This design comes from an exercise in tuning for small area, a short achievable clock period and few clock cycles on the open sky130 flow, not from production work. In this exercise RTL edits were held to simulation tests only and were not proved equivalent to the original.

**flow/run.sh**
```bash
#!/bin/bash
# synth_recipe.tcl (not shown) runs the flow's synth.tcl, then flattens the netlist and writes it again
# the make line also repeats each setting of config.mk as NAME=value (left out here)
make -C /OpenROAD-flow-scripts/flow DESIGN_CONFIG=/design/flow/config.mk WORK_HOME=/design/flow/orfs CLKGATE_MAP_FILE= SYNTH_SCRIPT=/design/flow/synth_recipe.tcl finish
```
**flow/config.mk**
```make
export PLATFORM = sky130hd
export DESIGN_NAME = sha256_core
export DESIGN_NICKNAME = sha256_core
export VERILOG_FILES = /design/flow/design.v
export SDC_FILE = /design/flow/constraint.sdc
export NUM_CORES = 4
export LEC_CHECK = 0
export CAP_MARGIN = 20
export CORE_MARGIN = 2
export CORE_UTILIZATION = 40
export SETUP_SLACK_MARGIN = 5
export SLEW_MARGIN = 20
export TNS_END_PERCENT = 100
```
**flow/constraint.sdc**
```tcl
create_clock -name core_clock -period 10.0 [get_ports {clk}]
set_input_delay 2.0000 -clock core_clock [delete_from_list [all_inputs] [get_ports {clk}]]
set_output_delay 2.0000 -clock core_clock [all_outputs]
set_load 0.01 [all_outputs]
```
**flow/design.v**
```verilog
module sha256_core (
    input  wire         clk,
    input  wire         rst,
    input  wire         in_valid,
    input  wire         in_first,
    input  wire [31:0]  in_data,
    output wire         in_ready,
    output reg          out_valid,
    output wire [255:0] digest
);
    localparam [31:0] IV0 = 32'h6a09e667, IV1 = 32'hbb67ae85,
                      IV2 = 32'h3c6ef372, IV3 = 32'ha54ff53a,
                      IV4 = 32'h510e527f, IV5 = 32'h9b05688c,
                      IV6 = 32'h1f83d9ab, IV7 = 32'h5be0cd19;
    function [31:0] rotr;
        input [31:0] x;
        input integer n;
        begin
            rotr = (x >> n) | (x << (32 - n));
        end
    endfunction
    function [31:0] csa_s;
        input [31:0] x, y, z;
        begin
            csa_s = x ^ y ^ z;
        end
    endfunction
    function [31:0] csa_c;
        input [31:0] x, y, z;
        begin
            csa_c = ((x & y) | (x & z) | (y & z)) << 1;
        end
    endfunction
    reg        running;      
    reg [5:0]  t;            
    reg [5:0]  kx;           
    reg        fin;          
    reg [3:0]  q;            
    reg [4:0]  j;            
    reg        nf;           
    reg        cf;           
    reg        init;         
    assign in_ready = (j == 5'd0) ? (!running || t >= 6'd49)
                                  : (j != 5'd16 && q == j[3:0]);
    wire take  = in_valid && in_ready;
    wire start = init && (j[4] || in_valid);
    wire rot   = fin || (running && t >= 6'd61);
    wire       running_n = start || (running && t != 6'd63);
    wire [3:0] q_n       = (take && j == 5'd0) ? 4'd1 : q + 4'd1;
    wire [4:0] j_n       = start ? 5'd0 : take ? j + 5'd1 : j;
    reg [31:0] k_n;
    always @(*) begin
        case (kx)
            6'd0:  k_n = 32'h428a2f98;  6'd1:  k_n = 32'h71374491;
            6'd2:  k_n = 32'hb5c0fbcf;  6'd3:  k_n = 32'he9b5dba5;
            6'd4:  k_n = 32'h3956c25b;  6'd5:  k_n = 32'h59f111f1;
            6'd6:  k_n = 32'h923f82a4;  6'd7:  k_n = 32'hab1c5ed5;
            6'd8:  k_n = 32'hd807aa98;  6'd9:  k_n = 32'h12835b01;
            6'd10: k_n = 32'h243185be;  6'd11: k_n = 32'h550c7dc3;
            6'd12: k_n = 32'h72be5d74;  6'd13: k_n = 32'h80deb1fe;
            6'd14: k_n = 32'h9bdc06a7;  6'd15: k_n = 32'hc19bf174;
            6'd16: k_n = 32'he49b69c1;  6'd17: k_n = 32'hefbe4786;
            6'd18: k_n = 32'h0fc19dc6;  6'd19: k_n = 32'h240ca1cc;
            6'd20: k_n = 32'h2de92c6f;  6'd21: k_n = 32'h4a7484aa;
            6'd22: k_n = 32'h5cb0a9dc;  6'd23: k_n = 32'h76f988da;
            6'd24: k_n = 32'h983e5152;  6'd25: k_n = 32'ha831c66d;
            6'd26: k_n = 32'hb00327c8;  6'd27: k_n = 32'hbf597fc7;
            6'd28: k_n = 32'hc6e00bf3;  6'd29: k_n = 32'hd5a79147;
            6'd30: k_n = 32'h06ca6351;  6'd31: k_n = 32'h14292967;
            6'd32: k_n = 32'h27b70a85;  6'd33: k_n = 32'h2e1b2138;
            6'd34: k_n = 32'h4d2c6dfc;  6'd35: k_n = 32'h53380d13;
            6'd36: k_n = 32'h650a7354;  6'd37: k_n = 32'h766a0abb;
            6'd38: k_n = 32'h81c2c92e;  6'd39: k_n = 32'h92722c85;
            6'd40: k_n = 32'ha2bfe8a1;  6'd41: k_n = 32'ha81a664b;
            6'd42: k_n = 32'hc24b8b70;  6'd43: k_n = 32'hc76c51a3;
            6'd44: k_n = 32'hd192e819;  6'd45: k_n = 32'hd6990624;
            6'd46: k_n = 32'hf40e3585;  6'd47: k_n = 32'h106aa070;
            6'd48: k_n = 32'h19a4c116;  6'd49: k_n = 32'h1e376c08;
            6'd50: k_n = 32'h2748774c;  6'd51: k_n = 32'h34b0bcb5;
            6'd52: k_n = 32'h391c0cb3;  6'd53: k_n = 32'h4ed8aa4a;
            6'd54: k_n = 32'h5b9cca4f;  6'd55: k_n = 32'h682e6ff3;
            6'd56: k_n = 32'h748f82ee;  6'd57: k_n = 32'h78a5636f;
            6'd58: k_n = 32'h84c87814;  6'd59: k_n = 32'h8cc70208;
            6'd60: k_n = 32'h90befffa;  6'd61: k_n = 32'ha4506ceb;
            6'd62: k_n = 32'hbef9a3f7;  default: k_n = 32'hc67178f2;
        endcase
    end
    reg [31:0] w [0:15];                 
    reg [31:0] a, b, c, e, f, g;         
    reg [31:0] pk, pe;                   
    reg [31:0] x0, x1, x2, x3;           
    reg [31:0] y0, y1, y2, y3;           
    wire [31:0] s1 = rotr(e, 6) ^ rotr(e, 11) ^ rotr(e, 25);
    wire [31:0] ch = (e & f) ^ (~e & g);
    wire [31:0] s0 = rotr(a, 2) ^ rotr(a, 13) ^ rotr(a, 22);
    wire [31:0] mj = (a & b) ^ (a & c) ^ (b & c);
    wire [31:0] es1 = csa_s(s1, ch, pe), ec1 = csa_c(s1, ch, pe);
    wire [31:0] e_new = es1 + ec1;
    wire [31:0] as1 = csa_s(s1, ch, pk),    ac1 = csa_c(s1, ch, pk);
    wire [31:0] as2 = csa_s(s0, mj, as1),   ac2 = csa_c(s0, mj, as1);
    wire [31:0] as3 = csa_s(as2, ac2, ac1), ac3 = csa_c(as2, ac2, ac1);
    wire [31:0] a_new = as3 + ac3;
    wire [31:0] ss0 = rotr(w[1], 7) ^ rotr(w[1], 18) ^ (w[1] >> 3);
    wire [31:0] ss1 = rotr(w[14], 17) ^ rotr(w[14], 19) ^ (w[14] >> 10);
    wire [31:0] ws1 = csa_s(ss1, w[9], ss0), wc1 = csa_c(ss1, w[9], ss0);
    wire [31:0] ws2 = csa_s(ws1, wc1, w[0]), wc2 = csa_c(ws1, wc1, w[0]);
    wire [31:0] wnew = ws2 + wc2;
    wire [31:0] add_a = x3 + a;
    wire [31:0] add_e = y3 + e;
    wire [31:0] xa0 = rot ? add_a : x0, xa1 = rot ? x0 : x1,
                xa2 = rot ? x1 : x2,    xa3 = rot ? x2 : x3;
    wire [31:0] ye0 = rot ? add_e : y0, ye1 = rot ? y0 : y1,
                ye2 = rot ? y1 : y2,    ye3 = rot ? y2 : y3;
    wire [31:0] i_a = nf ? IV0 : xa0, i_b = nf ? IV1 : xa1,
                i_c = nf ? IV2 : xa2, i_d = nf ? IV3 : xa3,
                i_e = nf ? IV4 : ye0, i_f = nf ? IV5 : ye1,
                i_g = nf ? IV6 : ye2, i_h = nf ? IV7 : ye3;
    wire [31:0] hsel = init ? i_h : g;
    wire [31:0] dsel = init ? i_d : c;
    wire [31:0] ks1 = csa_s(hsel, k_n, w[1]), kc1 = csa_c(hsel, k_n, w[1]);
    wire [31:0] ks2 = csa_s(ks1, kc1, dsel),  kc2 = csa_c(ks1, kc1, dsel);
    integer i;
    always @(posedge clk) begin
        for (i = 0; i < 15; i = i + 1)
            w[i] <= w[i + 1];
        if (running && t < 6'd48)
            w[15] <= wnew;
        else if (take)
            w[15] <= in_data;
        else
            w[15] <= w[0];
        if (init) begin
            a <= i_a; b <= i_b; c <= i_c;
            e <= i_e; f <= i_f; g <= i_g;
        end else begin
            a <= a_new; b <= a; c <= b;
            e <= e_new; f <= e; g <= f;
        end
        pk <= ks1 + kc1;
        pe <= ks2 + kc2;
        if (rot) begin
            x0 <= add_a; x1 <= x0; x2 <= x1; x3 <= x2;
            y0 <= add_e; y1 <= y0; y2 <= y1; y3 <= y2;
        end else if (running && t == 6'd0 && cf) begin
            x0 <= IV0; x1 <= IV1; x2 <= IV2; x3 <= IV3;
            y0 <= IV4; y1 <= IV5; y2 <= IV6; y3 <= IV7;
        end
        q <= q_n;
        if (take && j == 5'd0)
            nf <= in_first;
        if (start)
            cf <= nf;
        kx <= start ? 6'd1 : (running && t != 6'd63) ? kx + 6'd1 : 6'd0;
        t  <= start ? 6'd0 : t + 6'd1;
        if (rst) begin
            running   <= 1'b0;
            fin       <= 1'b0;
            init      <= 1'b0;
            j         <= 5'd0;
            out_valid <= 1'b0;
        end else begin
            out_valid <= fin;
            fin       <= running && t == 6'd63;
            running   <= running_n;
            j         <= j_n;
            init      <= !running_n && q_n == 4'd15 &&
                         (j_n[4] || j_n == 5'd15);
        end
    end
    assign digest = {x0, x1, x2, x3, y0, y1, y2, y3};
endmodule
```
==> results of run 1 <==
cell type report:
type                            count  area [µm²]  area share
Multi-Input combinational cell   3466       28400       0.443
Antenna cell                        2        5.00   0.0000782
Tap cell                         1742        2180      0.0340
Timing Repair Buffer              482        4910      0.0766
Sequential cell                  1051       23800       0.371
Clock inverter                     48         556     0.00867
Inverter                          279        1090      0.0170
Clock buffer                      153        3190      0.0498
routing by layer:
metal | track usage | routed length, µm
met2 | 0.446 | 86300
met3 | 0.0501 | 14300
met5 | 0 | 37
met4 | 0.122 | 9490
met1 | 0.349 | 75100
worst register-to-register path: stages, from the launching register on:
cell and delay (ps):
dfxtp_4 430, clkinv_8 110, ha_4 300, buf_4 170, nand2_2 120, a31oi_1 100, o21ai_0 380, o31ai_1 260
o21ai_2 310, fa_1 520, fa_1 480, ha_1 410, and2_1 260, o2111ai_4 160, a21oi_4 110, o2111ai_2 240
a21oi_2 90, or3_1 400, a21oi_2 150, xnor2_1 80
synth_stat cells, types with 15 or more instances:
cell type / number / area share
o21bai_1: 25 / 0.0036
buf_1: 22 / 0.0016
edfxtp_1: 258 / 0.15
nor3_1: 50 / 0.0048
nand4_1: 19 / 0.0023
clkbuf_1: 235 / 0.017
ha_1: 238 / 0.057
xor2_1: 93 / 0.016
maj3_1: 31 / 0.0059
o31ai_1: 15 / 0.0022
nand3_1: 56 / 0.0054
and3_1: 22 / 0.0026
xnor2_1: 360 / 0.060
inv_1: 277 / 0.020
mux2i_1: 32 / 0.0061
and2_1: 99 / 0.012
o22ai_1: 57 / 0.0068
dfxtp_1: 793 / 0.30
a31oi_1: 45 / 0.0054
a22oi_1: 16 / 0.0023
o21a_1: 37 / 0.0053
a21o_1: 97 / 0.014
nor2_1: 326 / 0.023
o211ai_1: 22 / 0.0032
or3_1: 16 / 0.0019
nand2_1: 286 / 0.021
fa_1: 252 / 0.097
a21oi_1: 473 / 0.045
nor2b_1: 26 / 0.0031
nand2b_1: 140 / 0.017
o21ai_0: 307 / 0.029
o2bb2ai_1: 69 / 0.012
a211oi_1: 46 / 0.0066
cells by family after synthesis:
kind of cell,after synthesis,synth area share
buffers and inverters,542,0.0398
multiplexers,48,0.0111
XOR/XNOR,453,0.0761
AO/OA/AOI/OAI,1345,0.159
AND/OR/NAND/NOR,1095,0.101
adder cells (fa/ha/maj),521,0.160
flip-flops,1051,0.453
final timing paths:
path	from	to	slack, ps	cells past startpoint
worst max-delay path	kx[1]$_SDFF_PP0_	pe[31]$_DFF_P_	4800	19
worst min-delay path	w[11][3]$_DFF_P_	w[10][3]$_DFF_P_	310	0
worst max register to register	kx[1]$_SDFF_PP0_	pe[31]$_DFF_P_	4800	19
worst min register to register	w[11][3]$_DFF_P_	w[10][3]$_DFF_P_	310	0
per-stage QoR:
step / hold slack (ps) / instance area (µm²) / cells
4_1_cts: 296 / 62900 / 7182
5_1_grt: 305 / 64000 / 7222
6_report: 311 / 64000 / 7223
2_1_floorplan: 310 / 52300 / 5055
3_5_place_dp: 312 / 56800 / 6876
3_3_place_gp: 310 / 56800 / 6876
what timing repair did:
| action | 4_1_cts | 5_1_grt |
|---|---|---|
| endpoints found under the setup margin | 70 | 38 |
| pin swaps | 93 | 84 |
| resized for setup | 319 | 175 |
| buffers inserted | 94 | 37 |
| gates cloned | 11 | 2 |
==> impl_metrics.toml, run 1 <==
[timing]
final_max_slew_viol_count = 0
finalCritPeriodShare = 0.520
setup_viol = 0
worst_pin_slew_ps = 1090
slew-limit-headroom = 0.272
skew_ps = 54.9
timing.final.ws_setup_ps = 4800
timing.final.crit_period_ps = 5200
finalHoldViolations = 0
rsz0062_at_grt = "true"
final.setup.tns_ps = 0
fmax_mhz = 192

[die]
ios = 294
die_h_um = 365
die_x_um = 365
start_util = 0.403
std_cell_rows = 132
die_area_um2 = 133000
core_area_um2 = 129000

[grt]
antenna_found_initial = 8
overflow = 0
grt_max_degree = 130
grt_pass1_wl_mm = 266
grt_util_all_layers = 0.272
grt_pass1_vias = 39300

[synthesis]
synth_nets = 5581
synth-edff-count = 258
ys_seq_elements = 1051
synth_cells = 5055
avgSynthCellArea_um2 = 10.3
ys.flop_type = "dfxtp_1"
yosys_warnings = 2
seq_area_frac_synth = 0.453
syn_area_um2 = 52200
async_reset_ff_frac = 0
synthDistinctLibCells = 96

[critical_path]
cp_slowest_cell = "fa_1"
cp.arrival_ps = 5820
crit_fanout = 8
required_ps = 10620
path_delay_family = "compound AO/OA/AOI/OAI gates"
crit_buf_inv = 2
crit_type = "flop to flop"
slowest_delay_ps = 510
worst_setup_path_end_kind = "flop"
path_cells = "clkinv_8 > ha_4 > buf_4 > nand2_2 > a31oi_1 > o21ai_0 > o31ai_1 > o21ai_2 > fa_1 > fa_1 > ha_1 > and2_1 > o2111ai_4 > a21oi_4 > o2111ai_2 > a21oi_2 > or3_1 > a21oi_2 > xnor2_1"
crit_path_start_kind = "flop"

[placed_design]
hpwl_mm = 136
place_congestion = 1.01
portBuffers = 293
dp_slack_ps = 3390

[finish]
nets = 5915
layout_commonest_cell = "dfxtp_1"
fillers = 11900
largest_reg_flops = 512
fin_util = 0.495
drive_gt1_frac = 0.138
syn2layout_area_growth_pct = 22.8
final_cell_mix = "741 x dfxtp_1, 416 x a21oi_1, 333 x xnor2_1"
largest-register = "w"

[cts]
cts_buffer_depth = 3
postCtsHoldBufs = 0
cts_tree = "done"
cts-htree-levels = 3
clock_latency_ps = 760
root_buffer = "clkbuf_16"
clkSinkCount = 1051
cts_made_buffers = 109
clk_pin_slew_ps = 70

[routing]
drc = 0
drt-pass1-iter-count = 6
wl_mm = 185
ant_nets = 0
wl_per_cell_um = 25.6
vias = 40300
drtIter0Drc = 3987
via_per_inst = 5.58

[hold_path]
hold_path.class = "flop to flop"

[outcome]
outcome = "finished clean"

[job]
drv_cap = 0
Testbench counts, summed over its fixed seeds: cycles 33,408.
==> run 2, diff against run 1 <==
--- a/flow/design.v
+++ b/flow/design.v
@@ -37,2 +37,3 @@
     reg        fin;          
+    reg [1:0]  hp;           
     reg [3:0]  q;            
@@ -42,3 +43,5 @@
     reg        init;         
-    assign in_ready = (j == 5'd0) ? (!running || t >= 6'd49)
+    reg        last;         
+    reg        fadd;         
+    assign in_ready = (j == 5'd0) ? (hp == 2'd3 && (!running || t >= 6'd48))
                                   : (j != 5'd16 && q == j[3:0]);
@@ -46,4 +49,4 @@
     wire start = init && (j[4] || in_valid);
-    wire rot   = fin || (running && t >= 6'd61);
-    wire       running_n = start || (running && t != 6'd63);
+    wire idle_init = init && !running;
+    wire       running_n = start || (running && !last);
     wire [3:0] q_n       = (take && j == 5'd0) ? 4'd1 : q + 4'd1;
@@ -88,6 +91,22 @@
     reg [31:0] w [0:15];                 
-    reg [31:0] a, b, c, e, f, g;         
-    reg [31:0] pk, pe;                   
+    reg [31:0] a, b, c, d, e, f, g;      
+    reg [31:0] pk;                       
     reg [31:0] x0, x1, x2, x3;           
     reg [31:0] y0, y1, y2, y3;           
+    wire [31:0] xh0 = cf ? IV0 : x2;
+    wire [31:0] yh0 = cf ? IV4 : y2;
+    reg  [31:0] xiv, yiv;
+    always @(*) begin
+        case (t[1:0])
+            2'd1:    begin xiv = IV3; yiv = IV7; end
+            2'd2:    begin xiv = IV2; yiv = IV6; end
+            default: begin xiv = IV1; yiv = IV5; end
+        endcase
+    end
+    wire [31:0] xadd = fadd ? a : 32'd0;
+    wire [31:0] yadd = fadd ? e : 32'd0;
+    wire [31:0] xhd  = (fadd && cf) ? xiv : x3;
+    wire [31:0] yhd  = (fadd && cf) ? yiv : y3;
+    wire [31:0] xm   = last ? xh0 : 32'd0;
+    wire [31:0] ym   = last ? yh0 : 32'd0;
     wire [31:0] s1 = rotr(e, 6) ^ rotr(e, 11) ^ rotr(e, 25);
@@ -96,6 +115,8 @@
     wire [31:0] mj = (a & b) ^ (a & c) ^ (b & c);
-    wire [31:0] es1 = csa_s(s1, ch, pe), ec1 = csa_c(s1, ch, pe);
-    wire [31:0] e_new = es1 + ec1;
-    wire [31:0] as1 = csa_s(s1, ch, pk),    ac1 = csa_c(s1, ch, pk);
-    wire [31:0] as2 = csa_s(s0, mj, as1),   ac2 = csa_c(s0, mj, as1);
+    wire [31:0] es1 = csa_s(s1, ch, pk),    ec1 = csa_c(s1, ch, pk);
+    wire [31:0] es2 = csa_s(es1, ec1, d),   ec2 = csa_c(es1, ec1, d);
+    wire [31:0] es3 = csa_s(es2, ec2, ym),  ec3 = csa_c(es2, ec2, ym);
+    wire [31:0] e_new = es3 + ec3;
+    wire [31:0] as1 = csa_s(s0, mj, xm),    ac1 = csa_c(s0, mj, xm);
+    wire [31:0] as2 = csa_s(es1, ec1, as1), ac2 = csa_c(es1, ec1, as1);
     wire [31:0] as3 = csa_s(as2, ac2, ac1), ac3 = csa_c(as2, ac2, ac1);
@@ -107,16 +128,6 @@
     wire [31:0] wnew = ws2 + wc2;
-    wire [31:0] add_a = x3 + a;
-    wire [31:0] add_e = y3 + e;
-    wire [31:0] xa0 = rot ? add_a : x0, xa1 = rot ? x0 : x1,
-                xa2 = rot ? x1 : x2,    xa3 = rot ? x2 : x3;
-    wire [31:0] ye0 = rot ? add_e : y0, ye1 = rot ? y0 : y1,
-                ye2 = rot ? y1 : y2,    ye3 = rot ? y2 : y3;
-    wire [31:0] i_a = nf ? IV0 : xa0, i_b = nf ? IV1 : xa1,
-                i_c = nf ? IV2 : xa2, i_d = nf ? IV3 : xa3,
-                i_e = nf ? IV4 : ye0, i_f = nf ? IV5 : ye1,
-                i_g = nf ? IV6 : ye2, i_h = nf ? IV7 : ye3;
-    wire [31:0] hsel = init ? i_h : g;
-    wire [31:0] dsel = init ? i_d : c;
+    wire [31:0] x_in = xhd + xadd;
+    wire [31:0] y_in = yhd + yadd;
+    wire [31:0] hsel = init ? (nf ? IV7 : y1) : g;
     wire [31:0] ks1 = csa_s(hsel, k_n, w[1]), kc1 = csa_c(hsel, k_n, w[1]);
-    wire [31:0] ks2 = csa_s(ks1, kc1, dsel),  kc2 = csa_c(ks1, kc1, dsel);
     integer i;
@@ -131,18 +142,23 @@
             w[15] <= w[0];
+        if (idle_init || (init && nf))
+            a <= nf ? IV0 : x2;
+        else
+            a <= a_new;
+        if (idle_init || (init && nf))
+            e <= nf ? IV4 : y2;
+        else
+            e <= e_new;
         if (init) begin
-            a <= i_a; b <= i_b; c <= i_c;
-            e <= i_e; f <= i_f; g <= i_g;
+            b <= nf ? IV1 : x_in;
+            c <= nf ? IV2 : x0;
+            d <= nf ? IV3 : x1;
+            f <= nf ? IV5 : y_in;
+            g <= nf ? IV6 : y0;
         end else begin
-            a <= a_new; b <= a; c <= b;
-            e <= e_new; f <= e; g <= f;
+            b <= a; c <= b; d <= c;
+            f <= e; g <= f;
         end
         pk <= ks1 + kc1;
-        pe <= ks2 + kc2;
-        if (rot) begin
-            x0 <= add_a; x1 <= x0; x2 <= x1; x3 <= x2;
-            y0 <= add_e; y1 <= y0; y2 <= y1; y3 <= y2;
-        end else if (running && t == 6'd0 && cf) begin
-            x0 <= IV0; x1 <= IV1; x2 <= IV2; x3 <= IV3;
-            y0 <= IV4; y1 <= IV5; y2 <= IV6; y3 <= IV7;
-        end
+        x0 <= x_in; x1 <= x0; x2 <= x1; x3 <= last ? a_new : x2;
+        y0 <= y_in; y1 <= y0; y2 <= y1; y3 <= last ? e_new : y2;
         q <= q_n;
@@ -152,3 +168,3 @@
             cf <= nf;
-        kx <= start ? 6'd1 : (running && t != 6'd63) ? kx + 6'd1 : 6'd0;
+        kx <= start ? 6'd1 : (running && !last) ? kx + 6'd1 : 6'd0;
         t  <= start ? 6'd0 : t + 6'd1;
@@ -158,2 +174,5 @@
             init      <= 1'b0;
+            last      <= 1'b0;
+            fadd      <= 1'b0;
+            hp        <= 2'd3;
             j         <= 5'd0;
@@ -162,7 +181,10 @@
             out_valid <= fin;
-            fin       <= running && t == 6'd63;
+            fin       <= last;
+            last      <= running && t == 6'd62;
+            fadd      <= running && t >= 6'd60 && t != 6'd63;
+            hp        <= hp + 2'd1;
             running   <= running_n;
             j         <= j_n;
-            init      <= !running_n && q_n == 4'd15 &&
-                         (j_n[4] || j_n == 5'd15);
+            init      <= q_n == 4'd15 && (j_n[4] || j_n == 5'd15) &&
+                         (!running_n || (running && t == 6'd62));
         end
==> impl_metrics.toml, run 2 <==
[finish]
largest_reg_flops = 512
final_cells = 6577
fin_util = 0.492
layout_commonest_cell = "dfxtp_1"
final_cell_mix = "986 x dfxtp_1, 317 x inv_1, 311 x xnor2_1"
nets = 5375
drive_gt1_frac = 0.140
largest-register = "w"
syn2layout_area_growth_pct = 22.2
fillers = 11000

[synthesis]
synthDistinctLibCells = 75
synth_area_leader_cell = "dfxtp_1"
synthSimpleGateAreaFrac = 0.0716
synth_nets = 5074
async_reset_ff_frac = 0
seq_area_frac_synth = 0.439
ys.flop_type = "dfxtp_1"
synth_top_family_by_area = "adder cells"
syn_area_um2 = 48200
synth_compound_area_frac = 0.161
ys_seq_elements = 1055
synth_top_area_frac = 0.438
synth_xor_area_frac = 0.0860
muxShareOfSynthArea = 0.0332
yosys_warnings = 2
avgSynthCellArea_um2 = 10.5
synth_cells = 4568
synthTopCellsByArea = "dfxtp_1 44%, fa_1 11%, xnor2_1 6.0%"
synthAdderAreaFrac = 0.165
synth.most_common_cell = "dfxtp_1"
yosys-top-cells-count = "1053 x dfxtp_1, 331 x xnor2_1, 327 x inv_1"
synth-edff-count = 2

[cts]
cts_buffer_depth = 3
cts_tree = "done"
root_buffer = "clkbuf_16"
clk_pin_slew_ps = 60
cts-htree-levels = 3
clkSinkCount = 1055
cts_made_buffers = 107
clock_latency_ps = 750

[routing]
ant_nets = 0
drc = 0
vias = 35600
wl_mm = 166
wl_per_cell_um = 25.2
via_per_inst = 5.42
drtIter0Drc = 3393
drt-pass1-iter-count = 6

[placed_design]
portBuffers = 293
place_congestion = 0.937
dp_slack_ps = 3650
hpwl_mm = 126
dp.cells = 6275

[die]
die_area_um2 = 123000
die_h_um = 351
core_area_um2 = 120000
std_cell_rows = 127
start_util = 0.403
ios = 294
die_x_um = 351

[grt]
grt_max_degree = 87
antenna_found_initial = 7
overflow = 0
grt_util_all_layers = 0.264
grt_pass1_vias = 34300
grt_pass1_wl_mm = 236

[timing]
fmax_mhz = 199
final.setup.tns_ps = 0
finalCritPeriodShare = 0.502
slew-limit-headroom = 0.441
setup_viol = 0
skew_ps = 76.6
final_max_slew_viol_count = 0
finalHoldViolations = 0
rsz0062_at_grt = "true"
timing.final.crit_period_ps = 5020
timing.final.ws_setup_ps = 4980
worst_pin_slew_ps = 839

[critical_path]
required_ps = 10610
cp.arrival_ps = 5630
crit_type = "flop to flop"
crit_fanout = 5
worst_setup_path_end_kind = "flop"
crit_path_start_kind = "flop"

[outcome]
outcome = "finished clean"

[hold_path]
hold_path.class = "flop to flop"

[job]
drv_cap = 0
## run 2: logic make-up (layout without fill, tap and decap cells)
kind of cell / after synthesis / count (layout)
simple gates: 721 / 721
flops: 1055 / 1055
compound gates: 1131 / 1131
mux: 138 / 138
buf+inv: 564 / 955
xor+xnor: 473 / 473
other cells: 0 / 6
fa+ha+maj: 486 / 486
## run 2: per-layer routing
metal | part of all wire | vias to the layer above | global-route usage
met5 | 0.000048 | - | 0
met4 | 0.043 | 2 | 0.0974
met3 | 0.071 | 335 | 0.0463
met2 | 0.44 | 1426 | 0.410
met1 | 0.45 | 17600 | 0.367
li1 | - | 16300 | -
## run 2: area by class of cell
| type | count | area, µm² | share of cell area |
|---|---|---|---|
| sequential | 1055 | 21300 | 0.362 |
| inverter | 327 | 1270 | 0.0216 |
| timing repair buffer | 429 | 4280 | 0.0727 |
| clock buffer | 146 | 3080 | 0.0523 |
| multi-input combinational | 2949 | 26100 | 0.443 |
| antenna | 6 | 15.0 | 0.000255 |
| tap | 1612 | 2020 | 0.0343 |
| clock inverter | 53 | 841 | 0.0143 |
## run 2: worst max-delay path, stage by stage (launching register included)
cell and delay (ps):
dfxtp_4 380, buf_4 140, xnor2_1 220, xnor2_1 190
fa_1 510, inv_1 90, fa_1 420, fa_1 500
inv_1 50, ha_2 320, a21oi_2 180, o21ai_1 130
a311oi_2 310, nand4_1 210, a221oi_4 360, o31ai_2 120
o41ai_2 370, xnor2_1 130, mux2_2 270
## run 2: worst paths after layout
check / end / start / cells past startpoint / slack [ps]
setup / recovery: y3[31]$_DFF_P_ / e[27]$_DFF_P_ / 18 / 4980
hold reg to reg: w[5][8]$_DFF_P_ / w[6][8]$_DFF_P_ / 0 / 310
setup reg to reg: y3[31]$_DFF_P_ / e[27]$_DFF_P_ / 18 / 4980
hold / removal: w[5][8]$_DFF_P_ / w[6][8]$_DFF_P_ / 0 / 310
## run 2: timing repair
item,in CTS,in global routing
endpoints found under the setup margin,113,68
gates cloned,3,1
pin swaps,38,70
gates resized for setup,196,171
setup buffers,44,49
hold buffers,0,0
## run 2: metrics by stage
step / area, µm² / hold slack [ps]
final: 58900 / 309
after global routing: 58800 / 311
after CTS: 57800 / 311
after detailed placement: 52600 / 312
after global placement: 52600 / 310
after floorplan: 48300 / 310
Testbench counts of run 2, summed over its fixed seeds: cycles 32,904.
==> run 3, diff against run 2 <==
--- a/flow/design.v
+++ b/flow/design.v
@@ -31,2 +31,25 @@
             csa_c = ((x & y) | (x & z) | (y & z)) << 1;
+        end
+    endfunction
+    function [31:0] add32;
+        input [31:0] x, y;
+        reg   [31:0] p, gg, pp, g2, p2;
+        integer k, n, m;
+        begin
+            p  = x ^ y;
+            gg = x & y;
+            pp = p;
+            for (k = 0; k < 5; k = k + 1) begin
+                g2 = gg;
+                p2 = pp;
+                for (n = 0; n < 32; n = n + 1)
+                    if (((n >> k) & 1) == 1) begin
+                        m = ((n >> k) << k) - 1;
+                        g2[n] = gg[n] | (pp[n] & gg[m]);
+                        p2[n] = pp[n] & pp[m];
+                    end
+                gg = g2;
+                pp = p2;
+            end
+            add32 = p ^ {gg[30:0], 1'b0};
         end
@@ -118,3 +141,3 @@
     wire [31:0] es3 = csa_s(es2, ec2, ym),  ec3 = csa_c(es2, ec2, ym);
-    wire [31:0] e_new = es3 + ec3;
+    wire [31:0] e_new = add32(es3, ec3);
     wire [31:0] as1 = csa_s(s0, mj, xm),    ac1 = csa_c(s0, mj, xm);
@@ -122,3 +145,3 @@
     wire [31:0] as3 = csa_s(as2, ac2, ac1), ac3 = csa_c(as2, ac2, ac1);
-    wire [31:0] a_new = as3 + ac3;
+    wire [31:0] a_new = add32(as3, ac3);
     wire [31:0] ss0 = rotr(w[1], 7) ^ rotr(w[1], 18) ^ (w[1] >> 3);
@@ -127,5 +150,5 @@
     wire [31:0] ws2 = csa_s(ws1, wc1, w[0]), wc2 = csa_c(ws1, wc1, w[0]);
-    wire [31:0] wnew = ws2 + wc2;
-    wire [31:0] x_in = xhd + xadd;
-    wire [31:0] y_in = yhd + yadd;
+    wire [31:0] wnew = add32(ws2, wc2);
+    wire [31:0] x_in = add32(xhd, xadd);
+    wire [31:0] y_in = add32(yhd, yadd);
     wire [31:0] hsel = init ? (nf ? IV7 : y1) : g;
@@ -160,3 +183,3 @@
         end
-        pk <= ks1 + kc1;
+        pk <= add32(ks1, kc1);
         x0 <= x_in; x1 <= x0; x2 <= x1; x3 <= last ? a_new : x2;
==> impl_metrics.toml, run 3 <==
[cts]
clock_latency_ps = 720
cts_made_buffers = 109
cts_buffer_depth = 3
clkSinkCount = 1055
clk_pin_slew_ps = 70
cts-htree-levels = 3
cts_tree = "done"
root_buffer = "clkbuf_16"

[critical_path]
r2r_cells = 19
worst_setup_path_end_kind = "flop"
r2r_end = "a[28]$_DFF_P_"
cp_slowest_cell = "fa_2"
crit_top_cell = "buf_12"
crit_type = "flop to flop"
slowest_delay_ps = 600
crit_path_start_kind = "flop"
path_cells = "buf_12 > nor2b_4 > buf_12 > and2_4 > fa_1 > fa_2 > fa_2 > ha_4 > a211o_4 > nor3_2 > o21a_2 > nor3_4 > buf_12 > nor2_4 > o31ai_4 > buf_6 > a31o_4 > or4b_1 > nand3_1"
crit_buf_inv = 4
path_delay_family = "adder cells"
rr_startpoint = "cf$_DFFE_PP_"
cp.arrival_ps = 5650
cp.depth = 19
required_ps = 10650
crit_fanout = 7
r2r_slack_ps = 5000

[synthesis]
seq_area_frac_synth = 0.455
synth_area_leader_cell = "dfxtp_1"
avgSynthCellArea_um2 = 10.8
synth_nets = 4825
synthTopCellsByArea = "dfxtp_1 45%, fa_1 12%, xnor2_1 6.3%"
synth_top_area_frac = 0.454
synthDistinctLibCells = 74
yosys_warnings = 2
synth-edff-count = 2
async_reset_ff_frac = 0
synth_cells = 4292
yosys-top-cells-count = "1053 x dfxtp_1, 333 x xnor2_1, 288 x fa_1"
ys_seq_elements = 1055
ys.flop_type = "dfxtp_1"
syn_area_um2 = 46500
synth.most_common_cell = "dfxtp_1"

[hold_path]
hold_path.class = "flop to flop"
hp-start = "w[15][22]$_DFF_P_"
hold_end = "w[14][22]$_DFF_P_"
hold_depth = 0

[die]
ios = 294
std_cell_rows = 125
die_area_um2 = 119000
core_area_um2 = 116000
die_x_um = 345
start_util = 0.402
die_h_um = 345

[grt]
grt_pass1_wl_mm = 232
overflow = 0
grt_util_all_layers = 0.271
antenna_found_initial = 7
busiest_layer = "met2"
met2_usage = 0.444
grt_pass1_vias = 33200
use_met1 = 0.346
grt_max_degree = 78
use_met3 = 0.0431

[routing]
vias = 33700
drc = 0
via_per_inst = 5.43
ant_nets = 0
wl_mm = 166
drtIter0Drc = 3030
drt-pass1-iter-count = 5
wl_per_cell_um = 26.7

[placed_design]
portBuffers = 293
dp_slack_ps = 3760
hpwl_mm = 123
place_congestion = 0.991

[timing]
timing.final.ws_setup_ps = 5000
slew-limit-headroom = 0.335
setup_viol = 0
fmax_mhz = 200
finalCritPeriodShare = 0.500
hold-worst-slack_ps = 301
worst_pin_slew_ps = 997
final_max_slew_viol_count = 0
rsz0062_at_grt = "true"
skew_ps = 41.7
final.setup.tns_ps = 0
finalHoldViolations = 0
timing.final.crit_period_ps = 5000

[finish]
nets = 5114
largest-register = "w"
drive_gt1_frac = 0.130
layout_commonest_cell = "dfxtp_1"
final_cell_mix = "1003 x dfxtp_1, 319 x xnor2_1, 293 x clkdlybuf4s50_1"
largest_reg_flops = 512
syn2layout_area_growth_pct = 21.9

[outcome]
outcome = "finished clean"

[job]
drv_cap = 0
==> run 3: per-stage QoR <==
step           instance area, µm²  std cells   util
3_5_place_dp                50900       5926  0.440
2_1_floorplan               46500       4292      -
6_report                    56600       6197  0.489
3_3_place_gp                50900       5926  0.440
5_1_grt                     56600       6196  0.489
4_1_cts                     55600       6159  0.480
==> run 3: how the worst max path moves through the flow <==
stage,from,endpoint,slack (ps)
2_1_floorplan,cf$_DFFE_PP_,a[28]$_DFF_P_,5020
3_3_place_gp,kx[0]$_SDFF_PP1_,pk[31]$_DFF_P_,3910
3_5_place_dp,kx[0]$_SDFF_PP1_,pk[31]$_DFF_P_,3760
4_1_cts,kx[1]$_SDFF_PP0_,pk[31]$_DFF_P_,4990
5_1_grt,cf$_DFFE_PP_,a[28]$_DFF_P_,4910
6_report,cf$_DFFE_PP_,a[28]$_DFF_P_,5000
==> run 3: logic make-up (layout without fill, tap and decap cells) <==
| group | Yosys count | count (layout) | share of synthesized area |
|---|---|---|---|
| compound gates | 931 | 931 | 0.139 |
| xor+xnor | 429 | 429 | 0.0808 |
| fa+ha+maj | 521 | 521 | 0.185 |
| buf+inv | 476 | 856 | 0.0384 |
| flops | 1055 | 1055 | 0.455 |
| mux | 88 | 88 | 0.0221 |
| other cells | 0 | 1 | 0 |
| simple gates | 792 | 792 | 0.0796 |
==> run 3: worst reg2reg max path: stages, from the launching register on <==
cell	delay (ps)
edfxtp_1	450
buf_12	200
nor2b_4	180
buf_12	160
and2_4	150
fa_1	420
fa_2	600
fa_2	470
ha_4	190
a211o_4	360
nor3_2	110
o21a_2	230
nor3_4	70
buf_12	150
nor2_4	170
o31ai_4	70
buf_6	150
a31o_4	260
or4b_1	470
nand3_1	70
==> run 3: what timing repair did <==
action | 4_1_cts | 5_1_grt
endpoints found under the setup margin | 174 | 67
buffers inserted | 28 | 32
resized for setup | 122 | 168
pin swaps | 15 | 37
cloned | 3 | 5
hold buffers | 0 | 0
==> run 3: routing by layer <==
layer	routed length (µm)	part of all wire
met5	0	0
met1	68200	0.41
met4	10500	0.063
met3	10900	0.066
met2	76200	0.46
==> run 3: area by class of cell <==
type,count,area (µm²)
fillers,10500,59100
multi-input cells,2761,24500
flip-flops and latches,1055,21200
repair buffers,417,4220
clock buffers,149,3160
well taps,1524,1910
inverters,237,913
clock inverters,53,732
diodes,1,2.50
Testbench counts of run 3, summed over its fixed seeds: cycles 32,904.
==> run 4, diff against run 3 <==
--- a/flow/config.mk
+++ b/flow/config.mk
@@ -10,2 +10,4 @@
 export CORE_UTILIZATION = 40
+export CTS_BUF_LIST = sky130_fd_sc_hd__clkbuf_8
+export CTS_CLUSTER_SIZE = 30
 export SETUP_SLACK_MARGIN = 5
==> impl_metrics.toml, run 4 <==
[hold_path]
hold_end = "w[14][22]$_DFF_P_"
hold_depth = 0
hp-start = "w[15][22]$_DFF_P_"
hold_path.class = "flop to flop"

[timing]
finalCritPeriodShare = 0.512
timing.final.crit_period_ps = 5120
final_max_slew_viol_count = 0
skew_ps = 55.7
final.setup.tns_ps = 0
finalHoldViolations = 0
timing.final.ws_setup_ps = 4880
slew-limit-headroom = 0.339
fmax_mhz = 195
rsz0062_at_grt = "true"
worst_pin_slew_ps = 966
setup_viol = 0

[critical_path]
r2r_slack_ps = 4880
crit_path_start_kind = "flop"
slowest_delay_ps = 530
crit_fanout = 7
r2r_end = "x3[29]$_DFF_P_"
r2r_cells = 18
required_ps = 10800
cp.arrival_ps = 5920
cp_slowest_cell = "fa_1"
worst_setup_path_end_kind = "flop"
path_cells = "buf_12 > nor2b_4 > buf_12 > and2_4 > fa_1 > fa_1 > fa_1 > ha_4 > o21a_1 > o21a_1 > o32ai_4 > nor3_4 > nor2_4 > o31ai_4 > buf_4 > a41oi_2 > xnor2_1 > mux2_2"
rr_startpoint = "cf$_DFFE_PP_"
crit_type = "flop to flop"
crit_top_cell = "fa_1"

[synthesis]
syn_area_um2 = 46500
yosys-top-cells-count = "1053 x dfxtp_1, 333 x xnor2_1, 288 x fa_1"
avgSynthCellArea_um2 = 10.8
synth_cells = 4292
seq_area_frac_synth = 0.455
synth_nets = 4825
ys_seq_elements = 1055
synthTopCellsByArea = "dfxtp_1 45%, fa_1 12%, xnor2_1 6.3%"
synth.most_common_cell = "dfxtp_1"
yosys_warnings = 2
synth_top_area_frac = 0.454
synth_area_leader_cell = "dfxtp_1"
ys.flop_type = "dfxtp_1"
async_reset_ff_frac = 0
synthDistinctLibCells = 74
synth-edff-count = 2

[die]
start_util = 0.402
die_x_um = 345
die_area_um2 = 119000
core_area_um2 = 116000
die_h_um = 345
std_cell_rows = 125
ios = 294

[cts]
cts_buffer_depth = 3
cts_tree = "done"
clkSinkCount = 1055
clk_pin_slew_ps = 80
root_buffer = "clkbuf_8"
cts-htree-levels = 4
clock_latency_ps = 900
cts_made_buffers = 168

[grt]
overflow = 0
grt_util_all_layers = 0.273
antenna_found_initial = 8
grt_max_degree = 78
grt_pass1_wl_mm = 234
grt_pass1_vias = 33700

[finish]
final_cells = 6306
largest_reg_flops = 512
fin_util = 0.487
largest-register = "w"
final_cell_mix = "1005 x dfxtp_1, 320 x xnor2_1, 292 x clkdlybuf4s50_1"
drive_gt1_frac = 0.137
syn2layout_area_growth_pct = 21.4
nets = 5175
layout_commonest_cell = "dfxtp_1"

[routing]
vias = 34100
drt-pass1-iter-count = 6
via_per_inst = 5.41
wl_mm = 167
wl_per_cell_um = 26.5
drtIter0Drc = 2994
drc = 0
ant_nets = 0

[placed_design]
hpwl_mm = 123
dp.cells = 5926
dp_slack_ps = 3760
place_congestion = 0.991
portBuffers = 293

[outcome]
outcome = "finished clean"

[job]
drv_cap = 0
## run 4: cell types whose count changed in the layout (fill, tap and decap cells not counted), sizes merged, moves of 2 or more
cell,delta
clkinvlp,-4
clkbuf,+63
inv,+56
clkinv,-5
diode,+2
bufinv,-3
## run 4: per-layer routing
metal / wire length [µm] / global-route usage / vias up / part of all wire
met4: 9940 / 0.144 / 0 / 0.060
met2: 77400 / 0.446 / 1573 / 0.46
met5: 0 / 0 / - / 0
met3: 12300 / 0.0511 / 401 / 0.074
li1: - / - / 15300 / -
met1: 67300 / 0.344 / 16800 / 0.40
## run 4: cells by family after synthesis
logic type	after synthesis	synth area share
buf+inv	476	0.0384
fa+ha+maj	521	0.185
mux	88	0.0221
xor+xnor	429	0.0808
simple gates	792	0.0796
compound gates	931	0.139
flops	1055	0.455
## run 4: cell type report
class                      count  area (µm²)
antenna                        3        7.51
clock buffer                 210        2890
clock inverter                97         771
fill                       10600       59300
inverter                     237         913
multi-input combinational   2762       24400
sequential                  1055       21200
tap                         1524        1910
timing repair buffer         418        4270
## run 4: timing repair
item	in CTS	in global routing
setup endpoints to repair	181	61
pin swaps	14	43
setup buffers	28	31
hold buffers	0	0
resized for setup	125	141
gates cloned	3	8
## run 4: through the flow
step           hold slack, ps  area [µm²]
2_1_floorplan             310       46500
3_3_place_gp              310       50900
3_5_place_dp              312       50900
4_1_cts                   306       55400
5_1_grt                   307       56400
6_report                  313       56400
## run 4: how the worst max path moves through the flow
stage	from	to	slack, ps	depth (start not counted)
after detailed placement	kx[0]$_SDFF_PP1_	pk[31]$_DFF_P_	3760	19
after floorplan	cf$_DFFE_PP_	a[28]$_DFF_P_	5020	21
final	cf$_DFFE_PP_	x3[29]$_DFF_P_	4880	18
after global placement	kx[0]$_SDFF_PP1_	pk[31]$_DFF_P_	3910	19
after global routing	cf$_DFFE_PP_	x3[29]$_DFF_P_	4770	18
after CTS	last$_SDFF_PP0_	x3[29]$_DFF_P_	4980	16
## run 4: critical path: cells and delay by family, from the launching register on
kind / cells / cell delay (ps)
compound gates: 5 / 920
xor+xnor: 1 / 170
fa+ha+maj: 4 / 1750
simple gates: 4 / 860
mux: 1 / 260
buf+inv: 3 / 550
flops: 1 / 480
==> run 5, diff against run 4 <==
--- a/flow/config.mk
+++ b/flow/config.mk
@@ -9,5 +9,3 @@
 export CORE_MARGIN = 2
-export CORE_UTILIZATION = 40
-export CTS_BUF_LIST = sky130_fd_sc_hd__clkbuf_8
-export CTS_CLUSTER_SIZE = 30
+export CORE_UTILIZATION = 60
 export SETUP_SLACK_MARGIN = 5
==> impl_metrics.toml, run 5 <==
[outcome]
outcome = "finished clean"

[placed_design]
placed_cell_area_um2 = 50200
hpwl_mm = 111
place_congestion = 1.00
dp.cells = 5425
portBuffers = 293

[critical_path]
cp.arrival_ps = 5550
startpoint = "e[17]$_DFF_P_"
crit_fanout = 6
crit_path_start_kind = "flop"
crit_type = "flop to flop"
required_ps = 10580
cp_slowest_cell = "fa_1"
r2r_slack_ps = 5030
slowest_delay_ps = 560
rr_startpoint = "e[17]$_DFF_P_"
worst_setup_path_end_kind = "flop"
r2r_cells = 16
path_cells = "mux2_2 > fa_2 > buf_4 > fa_1 > fa_1 > ha_4 > a21o_1 > a21o_1 > a21oi_4 > nor3b_1 > o31ai_2 > o31ai_4 > buf_4 > a221oi_4 > xnor2_2 > mux2_2"
r2r_end = "x3[30]$_DFF_P_"
endpoint = "x3[30]$_DFF_P_"

[synthesis]
synthDistinctLibCells = 74
seq_area_frac_synth = 0.455
synth_area_leader_cell = "dfxtp_1"
avgSynthCellArea_um2 = 10.8
syn_area_um2 = 46500
ys_seq_elements = 1055
synth-edff-count = 2
synth_top_area_frac = 0.454
synth.most_common_cell = "dfxtp_1"
synth_cells = 4292
synthTopCellsByArea = "dfxtp_1 45%, fa_1 12%, xnor2_1 6.3%"
ys.flop_type = "dfxtp_1"
async_reset_ff_frac = 0
yosys_warnings = 2
yosys-top-cells-count = "1053 x dfxtp_1, 333 x xnor2_1, 288 x fa_1"
synth_nets = 4825

[timing]
final.setup.tns_ps = 0
finalHoldViolations = 0
slew-limit-headroom = 0.191
rsz0062_at_grt = "true"
finalCritPeriodShare = 0.497
hold-worst-slack_ps = 316
setup_viol = 0
fmax_mhz = 201
timing.final.crit_period_ps = 4970
worst_pin_slew_ps = 1210
final_max_slew_viol_count = 0
skew_ps = 69.2

[grt]
grt_pass1_vias = 33200
grt_pass1_wl_mm = 220
grt_max_degree = 79
overflow = 0
antenna_found_initial = 4
grt_util_all_layers = 0.383

[finish]
final_cell_mix = "1000 x dfxtp_1, 322 x xnor2_1, 293 x clkdlybuf4s50_1"
fin_util = 0.719
layout_commonest_cell = "dfxtp_1"
final_cells = 5682
drive_gt1_frac = 0.119
largest_reg_flops = 512
largest-register = "w"
fin_area_um2 = 55500
syn2layout_area_growth_pct = 19.3
nets = 5090

[die]
core_area_um2 = 77100
die_x_um = 282
ios = 294
die_h_um = 282
start_util = 0.603
die_area_um2 = 79700
std_cell_rows = 102

[cts]
clkSinkCount = 1055
root_buffer = "clkbuf_16"
cts_tree = "done"
cts_buffer_depth = 3
cts_made_buffers = 102
clk_pin_slew_ps = 70
cts-htree-levels = 3
postCtsHoldBufs = 0
clock_latency_ps = 700

[routing]
drt-pass1-iter-count = 6
wl_per_cell_um = 27.1
vias = 34200
wl_mm = 154
via_per_inst = 6.02
drtIter0Drc = 3076
ant_nets = 0
drc = 0

[hold_path]
hold_path.class = "flop to flop"

[job]
drv_cap = 0
run 5: cell counts after synthesis:
Identical to the previous run, type by type.
run 5: kinds of logic (layout without fill, tap and decap cells):
| family | Yosys count | after routing | share of synthesized area |
|---|---|---|---|
| flip-flops | 1055 | 1055 | 0.455 |
| AO/OA/AOI/OAI | 931 | 931 | 0.139 |
| AND/OR/NAND/NOR | 792 | 792 | 0.0796 |
| adder cells (fa/ha/maj) | 521 | 521 | 0.185 |
| buffers and inverters | 476 | 825 | 0.0384 |
| XOR/XNOR | 429 | 429 | 0.0808 |
| multiplexers | 88 | 88 | 0.0221 |
| other | 0 | 1 | 0 |
run 5: metrics by stage:
stage                     setup slack (ps)
after floorplan                       5020
after global placement                3740
after detailed placement              3640
after CTS                             5000
after global routing                  4920
final                                 5030
run 5: area by class of cell:
class	instances	area, µm²
Clock inverter	43	656
Clock buffer	145	2920
Antenna cell	1	2.50
Sequential cell	1055	21200
Timing Repair Buffer	398	4040
Multi-Input combinational cell	2761	24300
Timing Repair inverter	2	13.8
Tap cell	1040	1300
Fill cell	5669	21600
Inverter	237	931
run 5: worst min-delay path by stage:
stage                 startpoint                end  slack, ps  cells after the start
2_1_floorplan   w[11][0]$_DFF_P_   w[10][0]$_DFF_P_        310                      0
3_3_place_gp    w[11][2]$_DFF_P_   w[10][2]$_DFF_P_        310                      0
3_5_place_dp   w[15][13]$_DFF_P_  w[14][13]$_DFF_P_        310                      0
4_1_cts        w[15][24]$_DFF_P_  w[14][24]$_DFF_P_        310                      0
5_1_grt          w[2][8]$_DFF_P_    w[1][8]$_DFF_P_        320                      0
6_report       w[13][30]$_DFF_P_  w[12][30]$_DFF_P_        320                      0
run 5: worst max-delay path: cells and delay by family (launching register included):
family / cells / cell delay, ps
AO/OA/AOI/OAI: 6 / 1360
XOR/XNOR: 1 / 110
adder cells (fa/ha/maj): 4 / 1820
buffers and inverters: 2 / 370
flip-flops: 1 / 420
multiplexers: 2 / 680
AND/OR/NAND/NOR: 1 / 90
run 5: timing repair:
action                                  CTS  global route
setup buffers                            22            38
gates resized for setup                 134           149
hold endpoints to repair                  0             0
cloned                                    7             1
pin swaps                                17            51
endpoints found under the setup margin  172            81
run 5: per-layer routing:
| layer | part of all wire | track usage |
|---|---|---|
| met4 | 0.074 | 0.231 |
| met5 | 0.000084 | 0 |
| met3 | 0.083 | 0.0637 |
| met1 | 0.38 | 0.479 |
| met2 | 0.46 | 0.624 |
==> run 6, diff against run 5 <==
--- a/flow/config.mk
+++ b/flow/config.mk
@@ -9,3 +9,4 @@
 export CORE_MARGIN = 2
-export CORE_UTILIZATION = 60
+export CORE_UTILIZATION = 70
+export PLACE_DENSITY = 0.8
 export SETUP_SLACK_MARGIN = 5
==> impl_metrics.toml, run 6 <==
[outcome]
outcome = "finished clean"

[routing]
wl_mm = 183
drt-pass1-iter-count = 18
via_per_inst = 7.01
drtIter0Drc = 5776
ant_nets = 0
drc = 0
wl_per_cell_um = 33.2
vias = 38700

[grt]
met2_usage = 0.763
overflow = 0
use_met1 = 0.557
grt_util_all_layers = 0.497
busiest_layer = "met2"
use_met3 = 0.155
antenna_found_initial = 9
grt_pass1_wl_mm = 246
grt_max_degree = 77
grt_pass1_vias = 38000

[die]
die_h_um = 262
core_area_um2 = 65700
start_util = 0.707
ios = 294
die_area_um2 = 68500
std_cell_rows = 94
die_x_um = 262

[critical_path]
cp.arrival_ps = 5910
r2r_slack_ps = 4630
cp_slowest_cell = "dfxtp_1"
crit_path_start_kind = "flop"
crit_top_cell = "fa_1"
path_cells = "xnor2_1 > fa_1 > fa_1 > ha_1 > o21ai_0 > o21bai_1 > a31oi_4 > o21a_4 > clkinvlp_4 > buf_4 > fa_1 > xor2_1 > nor2_1 > a31oi_2"
worst_setup_path_end_kind = "flop"
crit_fanout = 5
required_ps = 10540
r2r_cells = 14
crit_type = "flop to flop"
slowest_delay_ps = 1000
crit_buf_inv = 2
path_delay_family = "adder cells"
r2r_end = "w[15][17]$_DFF_P_"
rr_startpoint = "w[1][13]$_DFF_P_"

[synthesis]
synthAdderAreaFrac = 0.185
seq_area_frac_synth = 0.455
yosys-top-cells-count = "1053 x dfxtp_1, 333 x xnor2_1, 288 x fa_1"
synth_nets = 4825
synth_compound_area_frac = 0.139
synth_top_family_by_area = "adder cells"
synth_top_area_frac = 0.454
synthSimpleGateAreaFrac = 0.0796
avgSynthCellArea_um2 = 10.8
synth_xor_area_frac = 0.0808
async_reset_ff_frac = 0
synth-edff-count = 2
synthTopCellsByArea = "dfxtp_1 45%, fa_1 12%, xnor2_1 6.3%"
ys.flop_type = "dfxtp_1"
yosys_warnings = 2
synth_cells = 4292
muxShareOfSynthArea = 0.0221
syn_area_um2 = 46500
synth.most_common_cell = "dfxtp_1"
ys_seq_elements = 1055
synth_area_leader_cell = "dfxtp_1"
synthDistinctLibCells = 74

[timing]
skew_ps = 76.7
slew-limit-headroom = 0.197
finalCritPeriodShare = 0.537
worst_pin_slew_ps = 1200
setup_viol = 0
timing.final.ws_setup_ps = 4630
final.setup.tns_ps = 0
finalHoldViolations = 0
timing.final.crit_period_ps = 5370
fmax_mhz = 186
final_max_slew_viol_count = 0
rsz0062_at_grt = "true"

[cts]
cts_buffer_depth = 3
cts_tree = "done"
clock_latency_ps = 730
cts_made_buffers = 97
postCtsHoldBufs = 0
cts-htree-levels = 3
clkSinkCount = 1055
root_buffer = "clkbuf_16"
clk_pin_slew_ps = 70

[finish]
final_cell_mix = "994 x dfxtp_1, 321 x xnor2_1, 293 x clkdlybuf4s50_1"
largest-register = "w"
fin_area_um2 = 55400
nets = 5102
syn2layout_area_growth_pct = 19.1
drive_gt1_frac = 0.127
layout_commonest_cell = "dfxtp_1"
largest_reg_flops = 512

[placed_design]
portBuffers = 293
hpwl_mm = 113
place_congestion = 0.992
placed_cell_area_um2 = 49900
dp_slack_ps = 3950

[hold_path]
hold_depth = 0
hp-start = "w[12][26]$_DFF_P_"
hold_end = "w[11][26]$_DFF_P_"
hold_path.class = "flop to flop"

[job]
drv_cap = 0
run 6: cell counts after synthesis:
Identical to the previous run, type by type.
run 6: how the worst max path moves through the flow:
stage,start,to,slack [ps],cells past startpoint
global route,cf$_DFFE_PP_,a[28]$_DFF_P_,4670,16
global placement,cf$_DFFE_PP_,x3[27]$_DFF_P_,4200,17
floorplan,cf$_DFFE_PP_,a[28]$_DFF_P_,5020,21
detailed placement,cf$_DFFE_PP_,x3[30]$_DFF_P_,3950,17
finish,w[1][13]$_DFF_P_,w[15][17]$_DFF_P_,4630,14
CTS,cf$_DFFE_PP_,a[28]$_DFF_P_,4910,17
run 6: cells by family after synthesis:
logic type | Yosys count
DFF | 1055
AOI/OAI and AO/OA | 931
xor gates and xnor gates | 429
muxes | 88
adders and majority gates | 521
buffers and inverters | 476
and+or+nand+nor | 792
run 6: final cells by class:
class                           count  area (µm²)
Inverter                          237         926
Timing Repair inverter              2        10.0
Clock buffer                      127        2700
Sequential cell                  1055       21300
Clock inverter                     50         711
Timing Repair Buffer              414        4150
Tap cell                          864        1080
Antenna cell                        6        15.0
Fill cell                        3186       10400
Multi-Input combinational cell   2762       24500
run 6: repair_timing:
| item | CTS | global route |
|---|---|---|
| cloned | 3 | 5 |
| resized for setup | 133 | 165 |
| pin swaps | 11 | 64 |
| setup endpoints to repair | 155 | 92 |
| setup buffers | 28 | 51 |
run 6: layer usage:
metal / share of wire / up-vias
li1: - / 15100
met1: 0.31 / 18200
met2: 0.43 / 3769
met3: 0.14 / 1562
met4: 0.12 / 4
met5: 0.00012 / -
run 6: per-stage QoR:
stage / std cells / hold WS (ps) / utilization
6_report: 5517 / 282 / 0.842
4_1_cts: 5454 / 283 / 0.823
3_5_place_dp: 5246 / 312 / 0.760
3_3_place_gp: 5246 / 310 / 0.760
5_1_grt: 5511 / 292 / 0.842
2_1_floorplan: 4292 / 310 / -
run 6: worst register-to-register path, cell delays in order, from the launching register on:
cell and delay, ps:
dfxtp_1 1000, xnor2_1 250, fa_1 680, fa_1 460, ha_1 390, o21ai_0 280
o21bai_1 180, a31oi_4 390, o21a_4 270, clkinvlp_4 130, buf_4 180, fa_1 480
xor2_1 170, nor2_1 240, a31oi_2 90
==> run 7, diff against run 6 <==
--- a/flow/config.mk
+++ b/flow/config.mk
@@ -7,8 +7,7 @@
 export LEC_CHECK = 0
-export CAP_MARGIN = 20
+export CAP_MARGIN = 5
 export CORE_MARGIN = 2
-export CORE_UTILIZATION = 70
-export PLACE_DENSITY = 0.8
+export CORE_UTILIZATION = 60
 export SETUP_SLACK_MARGIN = 5
-export SLEW_MARGIN = 20
+export SLEW_MARGIN = 5
 export TNS_END_PERCENT = 100
==> impl_metrics.toml, run 7 <==
[finish]
largest-register = "w"
fin_area_um2 = 55500
layout_commonest_cell = "dfxtp_1"
drive_gt1_frac = 0.119
syn2layout_area_growth_pct = 19.3
nets = 5090
final_cell_mix = "1000 x dfxtp_1, 322 x xnor2_1, 293 x clkdlybuf4s50_1"
fin_util = 0.719
largest_reg_flops = 512

[grt]
grt_max_degree = 79
grt_pass1_wl_mm = 220
antenna_found_initial = 4
grt_util_all_layers = 0.383
overflow = 0
grt_pass1_vias = 33200

[cts]
clkSinkCount = 1055
cts_made_buffers = 102
cts_buffer_depth = 3
clk_pin_slew_ps = 70
postCtsHoldBufs = 0
root_buffer = "clkbuf_16"
cts-htree-levels = 3
cts_tree = "done"
clock_latency_ps = 700

[placed_design]
portBuffers = 293
hpwl_mm = 111
placed_cell_area_um2 = 50200
place_congestion = 1.00

[die]
ios = 294
core_area_um2 = 77100
die_x_um = 282
die_area_um2 = 79700
std_cell_rows = 102
die_h_um = 282
start_util = 0.603

[synthesis]
synth.most_common_cell = "dfxtp_1"
synth-edff-count = 2
seq_area_frac_synth = 0.455
async_reset_ff_frac = 0
ys.flop_type = "dfxtp_1"
synth_nets = 4825
synthDistinctLibCells = 74
ys_seq_elements = 1055
synth_top_area_frac = 0.454
syn_area_um2 = 46500
yosys_warnings = 2
synth_cells = 4292
avgSynthCellArea_um2 = 10.8
synthTopCellsByArea = "dfxtp_1 45%, fa_1 12%, xnor2_1 6.3%"
synth_area_leader_cell = "dfxtp_1"
yosys-top-cells-count = "1053 x dfxtp_1, 333 x xnor2_1, 288 x fa_1"

[critical_path]
cp.arrival_ps = 5550
crit_path_start_kind = "flop"
rr_startpoint = "e[17]$_DFF_P_"
r2r_cells = 16
r2r_end = "x3[30]$_DFF_P_"
required_ps = 10580
r2r_slack_ps = 5030
crit_type = "flop to flop"
crit_fanout = 6
worst_setup_path_end_kind = "flop"

[hold_path]
hold_path.class = "flop to flop"
hold_end = "w[12][30]$_DFF_P_"
hold_depth = 0
hp-start = "w[13][30]$_DFF_P_"

[routing]
vias = 34200
drtIter0Drc = 3076
wl_mm = 154
via_per_inst = 6.02
drt-pass1-iter-count = 6
drc = 0
wl_per_cell_um = 27.1
ant_nets = 0

[timing]
finalCritPeriodShare = 0.497
finalHoldViolations = 0
rsz0062_at_grt = "true"
final_max_slew_viol_count = 0
setup_viol = 0
final.setup.tns_ps = 0
slew-limit-headroom = 0.191
worst_pin_slew_ps = 1210
timing.final.crit_period_ps = 4970
skew_ps = 69.2
fmax_mhz = 201

[outcome]
outcome = "finished clean"

[job]
drv_cap = 0
[run 7: metrics by stage]
step	hold slack, ps	worst slack, ps	std cells
2_1_floorplan	310	5020	4292
3_3_place_gp	310	3740	5425
3_5_place_dp	312	3640	5425
4_1_cts	315	5000	5642
5_1_grt	322	4920	5681
6_report	316	5030	5682
[run 7: layout make-up]
type                    count  area (µm²)
clock buffers             145        2920
repair buffers            398        4040
clock inverters            43         656
repair inverters            2        13.8
fillers                  5669       21600
inverters                 237         931
multi-input cells        2761       24300
well taps                1040        1300
diodes                      1        2.50
flip-flops and latches   1055       21200
[run 7: cells by family (layout without fill, tap and decap cells)]
family,after synthesis,count (layout),synth area share
AND/OR/NAND/NOR,792,792,0.0796
adder cells (fa/ha/maj),521,521,0.185
other,0,1,0
buffers and inverters,476,825,0.0384
flip-flops,1055,1055,0.455
multiplexers,88,88,0.0221
AO/OA/AOI/OAI,931,931,0.139
XOR/XNOR,429,429,0.0808
[run 7: worst max path at each step]
stage	slack (ps)	from	to
5_1_grt	4920	cf$_DFFE_PP_	x3[30]$_DFF_P_
2_1_floorplan	5020	cf$_DFFE_PP_	a[28]$_DFF_P_
6_report	5030	e[17]$_DFF_P_	x3[30]$_DFF_P_
3_5_place_dp	3640	last$_SDFF_PP0_	x3[27]$_DFF_P_
3_3_place_gp	3740	last$_SDFF_PP0_	x3[27]$_DFF_P_
4_1_cts	5000	e[17]$_DFF_P_	y3[29]$_DFF_P_
[run 7: what timing repair did]
action	in CTS	in global routing
setup endpoints to repair	172	81
cloned	7	1
resized for setup	134	149
setup buffers	22	38
pin swaps	17	51
[run 7: metal layers]
layer	wire length, µm	up-vias	GRT usage	part of all wire
li1	-	15100	-	-
met1	58400	16700	0.479	0.38
met2	71400	1814	0.624	0.46
met3	12800	545	0.0637	0.083
met4	11500	2	0.231	0.074
met5	13	-	0	0.000084
[run 7: worst max-delay path, stage by stage, from the launching register on]
cell,delay (ps)
dfxtp_4,420
mux2_2,420
fa_2,530
buf_4,190
fa_1,500
fa_1,560
ha_4,230
a21o_1,160
a21o_1,200
a21oi_4,170
nor3b_1,90
o31ai_2,370
o31ai_4,180
buf_4,180
a221oi_4,280
xnor2_2,110
mux2_2,260

separate check: timing with driven ports:
Ports are ideal in the flow. The routed layouts listed here were re-timed in OpenROAD. Step 1 (the two cells are an assumption about what drives the block):
set clk [get_ports {clk}]
set_driving_cell -lib_cell sky130_fd_sc_hd__clkbuf_16 $clk
set_driving_cell -lib_cell sky130_fd_sc_hd__buf_2 [delete_from_list [all_inputs] $clk]
Step 2 also shifts input and output timing later by t, the mid clock arrival at the registers, as if the neighbouring blocks saw the same clock. Three values: ideal, step 1, step 2; two values: the first two.
run	t, ns	setup slack, ns	worst setup path at the end	worst slew at a driven data input, ns
run 1	0.801	4.800 / 4.800 / 4.800	register to register	0.04
run 2	0.788	4.978 / 4.978 / 4.978	register to register	0.04
run 3	0.772	5.004 / 5.004 / 5.004	register to register	0.05
run 4	0.934	4.878 / 4.878 / 4.878	register to register	0.06
run 5	0.744	5.031 / 5.031 / 5.031	register to register	0.05
run 6	0.756	4.630 / 4.630 / 4.630	register to register	0.06
run 7	0.744	5.031 / 5.031 / 5.031	register to register	0.05
After both steps setup and hold are still met in every run listed.
